Source: an optimization exercise on an open RTL-to-GDS flow (aim: small area). Production flows keep margins and buffers that such runs may drop.
The RTL was checked by simulation tests, not by an equivalence proof against the original design.
No activity file was given, so power comes from the tool's default toggle rates.

// chk_block
module chk_block (
    input  wire        clk,
    input  wire        rst,
    input  wire        flr,
    input  wire        req_valid,
    output wire        req_ready,
    input  wire        req_write,
    input  wire        req_host,
    input  wire [7:0]  req_addr,
    input  wire [31:0] req_wdata,
    output wire        rsp_valid,
    output wire [31:0] rsp_rdata
);
Size in the first run: about 1500 cells after synthesis, ~680 flip-flops, ~80 I/O pins.
Settings: LEC_CHECK=0, CAP_MARGIN=20, CORE_MARGIN=2, CORE_UTILIZATION=60, CTS_BUF_LIST=sky130_fd_sc_hd__clkbuf_8, CTS_CLUSTER_DIAMETER=50, CTS_CLUSTER_SIZE=20, PLACE_DENSITY=0.7, SLEW_MARGIN=20; clock period 13.0 ns.
run.sh (not shown) runs the stock make flow with config.mk's settings and CLKGATE_MAP_FILE= SYNTH_SCRIPT=/design/flow/synth_recipe.tcl, a recipe that flattens the netlist after the stock synthesis.
The starting point completed with no timing, DRC or antenna violations.
Then changed:
==> flow/flow/run.sh (new file) <==
#!/bin/bash
# Own flow: the standard layout, with the synthesis's ABC step run with an
# area-oriented script instead of the speed script. Everything else in the
# synthesis (synth_recipe.tcl and ORFS's synth.tcl) is unchanged, so the
# registers keep the names and cell types the standard synthesis gives them.
set -euo pipefail
W=$(pwd)
R="balance; rewrite; refactor; balance; rewrite; rewrite -z; balance; refactor -z; rewrite -z; balance"
cat > "$W/area_abc.script" <<EOS
strash
$R
$R
dch
amap
topo
EOS
cat > "$W/area_synth.tcl" <<EOS
proc abc {args} {
  set i [lsearch -exact \$args -script]
  if { \$i >= 0 } { lset args [expr {\$i + 1}] {$W/area_abc.script} }
  yosys abc {*}\$args
}
source {$W/synth_recipe.tcl}
EOS
sed "s#$W/synth_recipe.tcl#$W/area_synth.tcl#" standard.sh > "$W/area_standard.sh"
grep -q area_synth.tcl "$W/area_standard.sh"
export BUFFER_PORTS_ARGS="-buffer_cell sky130_fd_sc_hd__buf_1"
export CTS_ARGS="-sink_clustering_enable -repair_clock_nets -sink_clustering_size 20 -sink_clustering_max_diameter 50 -buf_list sky130_fd_sc_hd__clkbuf_8 -dont_use_dummy_load"
bash "$W/area_standard.sh" finish > "$W/flow_make.log" 2>&1
==> flow/standard.sh (new file) <==
#!/bin/bash
# synth_recipe.tcl (not shown) runs the flow's synth.tcl, then flattens the netlist and writes it again
# the make line also repeats each setting of config.mk as NAME=value (left out here)
make -C /OpenROAD-flow-scripts/flow DESIGN_CONFIG=/design/flow/config.mk WORK_HOME=/design/flow/orfs CLKGATE_MAP_FILE= SYNTH_SCRIPT=/design/flow/synth_recipe.tcl "${@:-finish}"
removed: flow/run.sh
The changed run finished clean; non-clock buffer count goes up by 5; sequential share of layout area goes up by 5.2 points; flip-flop and latch count stays the same; core utilization goes down by 0.96 points; global-route usage goes up by 1.0 points; routed wire length goes down by 1.0%; clock skew goes up by 80 ps.

========
job 743:
chk_block, a different RTL version from the one above (not shown whole).
For scale: roughly 1,300 cells after synthesis, about 0.018 mm² of cells after synthesis.
Settings: LEC_CHECK=0, CAP_MARGIN=20, CORE_MARGIN=2, CORE_UTILIZATION=60, CTS_BUF_LIST=sky130_fd_sc_hd__clkbuf_8, CTS_CLUSTER_DIAMETER=50, CTS_CLUSTER_SIZE=20, PLACE_DENSITY=0.7, SLEW_MARGIN=20; clock period 13.0 ns.
standard.sh (not shown) runs the stock make flow with config.mk's settings and CLKGATE_MAP_FILE= SYNTH_SCRIPT=/design/flow/synth_recipe.tcl, a recipe that flattens the netlist after the stock synthesis.
==> flow/flow/run.sh <==
#!/bin/bash
# Own flow: the standard layout, with the synthesis's ABC step run with an
# area-oriented script instead of the speed script. Everything else in the
# synthesis (synth_recipe.tcl and ORFS's synth.tcl) is unchanged, so the
# registers keep the names and cell types the standard synthesis gives them.
set -euo pipefail
W=$(pwd)
cat > "$W/area_abc.script" <<EOS
strash
&get -n
&deepsyn -T 60
&put
dch
amap
topo
EOS
cat > "$W/area_synth.tcl" <<EOS
proc abc {args} {
  set i [lsearch -exact \$args -script]
  if { \$i >= 0 } { lset args [expr {\$i + 1}] {$W/area_abc.script} }
  yosys abc {*}\$args
}
source {$W/synth_recipe.tcl}
EOS
sed "s#$W/synth_recipe.tcl#$W/area_synth.tcl#" standard.sh > "$W/area_standard.sh"
grep -q area_synth.tcl "$W/area_standard.sh"
export BUFFER_PORTS_ARGS="-buffer_cell sky130_fd_sc_hd__buf_1"
export CTS_ARGS="-sink_clustering_enable -repair_clock_nets -sink_clustering_size 20 -sink_clustering_max_diameter 50 -buf_list sky130_fd_sc_hd__clkbuf_8 -dont_use_dummy_load"
bash "$W/area_standard.sh" finish > "$W/flow_make.log" 2>&1
Inputs modified between job 743 and job 3719:
==> flow/run.sh (new file) <==
#!/bin/bash
# synth_recipe.tcl (not shown) runs the flow's synth.tcl, then flattens the netlist and writes it again
# the make line also repeats each setting of config.mk as NAME=value (left out here)
make -C /OpenROAD-flow-scripts/flow DESIGN_CONFIG=/design/flow/config.mk WORK_HOME=/design/flow/orfs CLKGATE_MAP_FILE= SYNTH_SCRIPT=/design/flow/synth_recipe.tcl finish
removed: flow/flow/run.sh
removed: flow/standard.sh
Findings:
Going from job 743 to job 3719, setup slack at placement went up; fraction of the mapped netlist area in adder cells did not really move; count of clock-buffer cells in the layout went up; post-placement cell count went up; relative area of non-clock buffer cells in the final design went up.
Inputs modified between job 3719 and job 1769:
==> flow/flow/run.sh (new file) <==
#!/bin/bash
# Own flow: the standard layout, with the synthesis's ABC step run with an
# area-oriented script instead of the speed script. Everything else in the
# synthesis (synth_recipe.tcl and ORFS's synth.tcl) is unchanged, so the
# registers keep the names and cell types the standard synthesis gives them.
set -euo pipefail
W=$(pwd)
R="balance; rewrite; refactor; balance; rewrite; rewrite -z; balance; refactor -z; rewrite -z; balance"
cat > "$W/area_abc.script" <<EOS
strash
$R
$R
dch
amap
topo
EOS
cat > "$W/area_synth.tcl" <<EOS
proc abc {args} {
  set i [lsearch -exact \$args -script]
  if { \$i >= 0 } { lset args [expr {\$i + 1}] {$W/area_abc.script} }
  yosys abc {*}\$args
}
source {$W/synth_recipe.tcl}
EOS
sed "s#$W/synth_recipe.tcl#$W/area_synth.tcl#" standard.sh > "$W/area_standard.sh"
grep -q area_synth.tcl "$W/area_standard.sh"
export BUFFER_PORTS_ARGS="-buffer_cell sky130_fd_sc_hd__buf_1"
export CTS_ARGS="-sink_clustering_enable -repair_clock_nets -sink_clustering_size 20 -sink_clustering_max_diameter 50 -buf_list \"sky130_fd_sc_hd__clkbuf_4 sky130_fd_sc_hd__clkbuf_8\" -dont_use_dummy_load"
bash "$W/area_standard.sh" finish > "$W/flow_make.log" 2>&1
==> flow/standard.sh (new file) <==
#!/bin/bash
# synth_recipe.tcl (not shown) runs the flow's synth.tcl, then flattens the netlist and writes it again
# the make line also repeats each setting of config.mk as NAME=value (left out here)
make -C /OpenROAD-flow-scripts/flow DESIGN_CONFIG=/design/flow/config.mk WORK_HOME=/design/flow/orfs CLKGATE_MAP_FILE= SYNTH_SCRIPT=/design/flow/synth_recipe.tcl "${@:-finish}"
removed: flow/run.sh
Findings:
Relative to job 3719, clock skew has gone up in job 1769.
Job 1769 vs. job 3719: post-synthesis cell area went down by about 6.4%.
Between job 3719 and job 1769, the mean instance size in the synthesized netlist figures differ only marginally.
A critical-path cell with the highest stage delay of sky130_fd_sc_hd__clkdlybuf4s50_1 is what job 3719 shows, while sky130_fd_sc_hd__nand2_1 belongs to job 1769.
Final-layout clock buffer total in job 1769 vs job 3719: down 12%
Sort job 1769 and job 3719 by final critical delay including setup and external delays asc -> top: job 3719
Relative to job 3719, routed wire length has decreased by 810 µm in job 1769.
[diff] clock power, job 1769 relative to job 3719: improvement
Cell area after layout: job 1769 < job 3719
Looking at part of the Yosys area used for sequential elements, job 1769 sits 5.1 points above job 3719.
Job 1769 leaves less setup margin than job 3719.
Met1 wire length: job 1769 < job 3719

## re-timing with driven ports
Ports are ideal in the flow. The routed layouts listed here were re-timed in OpenROAD. Step 1 (the two cells are an assumption about what drives the block):
set clk [get_ports {clk}]
set_driving_cell -lib_cell sky130_fd_sc_hd__clkbuf_16 $clk
set_driving_cell -lib_cell sky130_fd_sc_hd__buf_2 [delete_from_list [all_inputs] $clk]
Step 2 times the ports against the registers' clock, not the clock port: input delays grow and output delays shrink by t, the midpoint of the rising clock arrivals with the driver on. Slacks: no drivers / after step 1 / after step 2; pairs: no drivers / after step 1.
| run | shift t [ns] | slack for setup (ns) | slew at the worst register clock pin (ns) |
|---|---|---|---|
| the first run of note 1 | 0.641 | 4.610 / 4.588 / 4.588 | 0.11 / 0.11 |
| the second run of note 1 | 0.616 | 5.021 / 5.000 / 5.000 | 0.11 / 0.11 |
| job 743 | 0.603 | 4.801 / 4.775 / 4.775 | 0.11 / 0.11 |
| job 3719 | 0.629 | 4.649 / 4.620 / 4.620 | 0.11 / 0.11 |
| job 1769 | 0.592 | 4.596 / 4.574 / 4.574 | 0.11 / 0.11 |
After both steps every run listed still meets setup and hold. The setup slack of job 3719, which loses most, moves by -0.029 ns with the drivers and by -0.029 ns with both steps.
